From an optimization exercise on the open Yosys and OpenROAD flow, aimed at small area, a short achievable clock period and few clock cycles per item; shortcuts taken in it are not production practice. Only simulation tests tie the RTL to the original design; equivalence was not proved.

Design poly_stage, start of the top module:
module poly_stage (
    input  wire        clk,
    input  wire        rst,         
    input  wire        in_valid,
    output wire        in_ready,
    input  wire [31:0] c0,
    input  wire [31:0] c1,
    input  wire [31:0] c2,
    input  wire [31:0] c3,
    input  wire [31:0] c4,
    input  wire [31:0] c5,
    input  wire [31:0] a,           
    input  wire        a_ok,        
    output reg         out_valid,
    output reg  [31:0] x,           
    output reg         x_ok,        
    output reg         num          
);
Size in the first run: ~5500 cells after synthesis.
==> flow/config.mk <==
export PLATFORM = sky130hd
export DESIGN_NAME = poly_stage
export DESIGN_NICKNAME = poly_stage
export VERILOG_FILES = /design/flow/design.v
export SDC_FILE = /design/flow/constraint.sdc
export NUM_CORES = 4
export LEC_CHECK = 0
export ABC_AREA = 1
export CAP_MARGIN = 20
export CORE_MARGIN = 2
export CORE_UTILIZATION = 50
export CTS_CLUSTER_DIAMETER = 100
export CTS_CLUSTER_SIZE = 20
export PLACE_DENSITY = 0.65
export SLEW_MARGIN = 20
==> flow/constraint.sdc <==
create_clock -name core_clock -period 35.0 [get_ports {clk}]
set_input_delay 7.0000 -clock core_clock [delete_from_list [all_inputs] [get_ports {clk}]]
set_output_delay 7.0000 -clock core_clock [all_outputs]
set_load 0.01 [all_outputs]
standard.sh (not shown) runs the stock make flow with config.mk's settings and CLKGATE_MAP_FILE= SYNTH_SCRIPT=/design/flow/synth_recipe.tcl, a recipe that flattens the netlist after the stock synthesis.
==> flow/flow/run.sh <==
#!/bin/bash
# The standard layout, except that the port buffers are plain buf_1 cells
# rather than the delay buffers buffer_ports picks on its own.
set -euo pipefail
export BUFFER_PORTS_ARGS="-buffer_cell sky130_fd_sc_hd__buf_1"
bash standard.sh > standard.log 2>&1
The first run finished clean.
Testbench counts at the start, summed over its fixed seeds: cycles 40,088, items 8,000.
Edit:
Settings changed: CORE_UTILIZATION 50 to 40, CTS_CLUSTER_DIAMETER 100 to 110, CTS_CLUSTER_SIZE 20 to 28, PLACE_DENSITY 0.65 to 0.6.
What happened: The changed run completed with no timing, DRC or antenna violations. Final area hardly moves. Utilization fell by 11 points. Worst hold slack is better by 18 ps. Wire length rose by 3.9%. Final cell count rose by 3.8%. Via count is about the same. Die area rose by 25%.
Edit:
Settings changed: CTS_CLUSTER_DIAMETER 110 to default, CTS_CLUSTER_SIZE 28 to default.
=> The new run went through all stages and came out clean. Die area does not change. Utilization came out higher by 1.7 points. Global-route usage came out higher by 0.27 points. Design area came out higher by a few percent. Hold slack is worse by 4.6 ps.
Edit:
Settings changed: CTS_CLUSTER_DIAMETER from default to 100, CTS_CLUSTER_SIZE from default to 20.
=> The changed run produced a clean layout. Synthesized area does not change. Cell count went down by about 1.3%. Final area went down by about 3%. Via count went down by about 1%. Non-clock buffer count went down by 1. Wire length went down by about 0.7%. Critical path depth stays the same. Worst setup slack is worse by 27 ps. Worst hold slack is better by 10 ps. Synthesized cell count is unchanged.
Edit:
Settings changed: CORE_UTILIZATION 40 to 50, CTS_CLUSTER_DIAMETER 100 to default, CTS_CLUSTER_SIZE 20 to default, PLACE_DENSITY 0.6 to 0.65.
The changed run ran to the end with no violations; via count rises by 0.74%; global-route usage rises by 5.3 points; wire length falls by 2.5%; clock-buffer cell count rises by 68.


poly_stage, a different RTL version from the one above (not shown whole).
Size in the first run: about 5600 cells after synthesis, roughly 940 flip-flops, ~260 I/O pins, about 47000 um2 of cells after synthesis.
Settings: LEC_CHECK=0, ABC_AREA=1, CAP_MARGIN=20, CORE_MARGIN=2, CORE_UTILIZATION=40, PLACE_DENSITY=0.6, SLEW_MARGIN=20; clock period 35.0 ns.
Scripts as last shown in full above: flow/flow/run.sh
Testbench counts at the start, summed over its fixed seeds: cycles 40,040, items 8,000.
==> next run, changes <==
==> flow/run.sh (new file) <==
#!/bin/bash
# synth_recipe.tcl (not shown) runs the flow's synth.tcl, then flattens the netlist and writes it again
# the make line also repeats each setting of config.mk as NAME=value (left out here)
make -C /OpenROAD-flow-scripts/flow DESIGN_CONFIG=/design/flow/config.mk WORK_HOME=/design/flow/orfs CLKGATE_MAP_FILE= SYNTH_SCRIPT=/design/flow/synth_recipe.tcl finish
removed: flow/flow/run.sh
removed: flow/standard.sh
Outcome: The new run finished with timing, DRC and antenna clean; synthesized cell count does not change; clock skew rose by 24 ps; clock-buffer cell count rose by 9; routed wire length rose by 1.2%; utilization rose by 1.4 points; cell area rose by 3.1%.
==> next run, changes <==
CTS_BUF_LIST = sky130_fd_sc_hd__clkbuf_8   (was not set)
CTS_CLUSTER_SIZE = 20   (was not set)
Worst setup slack got worse by 130 ps.
Die area stays the same.
Routed wire length went up by about 0.6%.
Fmax went down by 1.5%.
Clock-buffer cell count went up by 49.

[afterwards: timing with drivers on the ports]
The results above use ideal ports. As a check the final layouts listed here were re-extracted and re-timed, cells and wires unchanged.
Step 1: set_driving_cell puts a clkbuf_16 on clk and a buf_2 on each other input, an assumption about the parent block.
Step 2 moves the port delays by t, midway between the first and last clock arrival at a register: inputs arrive t later, outputs are due t later. That takes back most of the time a late clock gives input paths.
Three values: ideal, step 1, step 2; two values: the first two.
| run | t (ns) | setup slack, ns | hold slack, ns |
|---|---|---|---|
| the first run of note 1 | 0.730 | 26.847 / 26.777 / 27.328 | 0.282 / 0.282 / 0.282 |
| the second run of note 1 | 0.738 | 26.831 / 26.751 / 27.423 | 0.300 / 0.300 / 0.300 |
| the third run of note 1 | 0.736 | 26.846 / 26.773 / 27.296 | 0.296 / 0.296 / 0.296 |
| the fourth run of note 1 | 0.748 | 26.819 / 26.744 / 27.360 | 0.306 / 0.306 / 0.306 |
| the fifth run of note 1 | 0.727 | 26.880 / 26.813 / 27.318 | 0.291 / 0.291 / 0.291 |
| the first run of note 2 | 0.738 | 26.538 / 26.538 / 26.538 | 0.276 / 0.276 / 0.276 |
| the second run of note 2 | 0.729 | 26.448 / 26.379 / 26.967 | 0.254 / 0.254 / 0.254 |
| the third run of note 2 | 0.871 | 26.319 / 26.252 / 26.958 | 0.287 / 0.287 / 0.287 |
After both steps setup and hold are still met in every run listed.
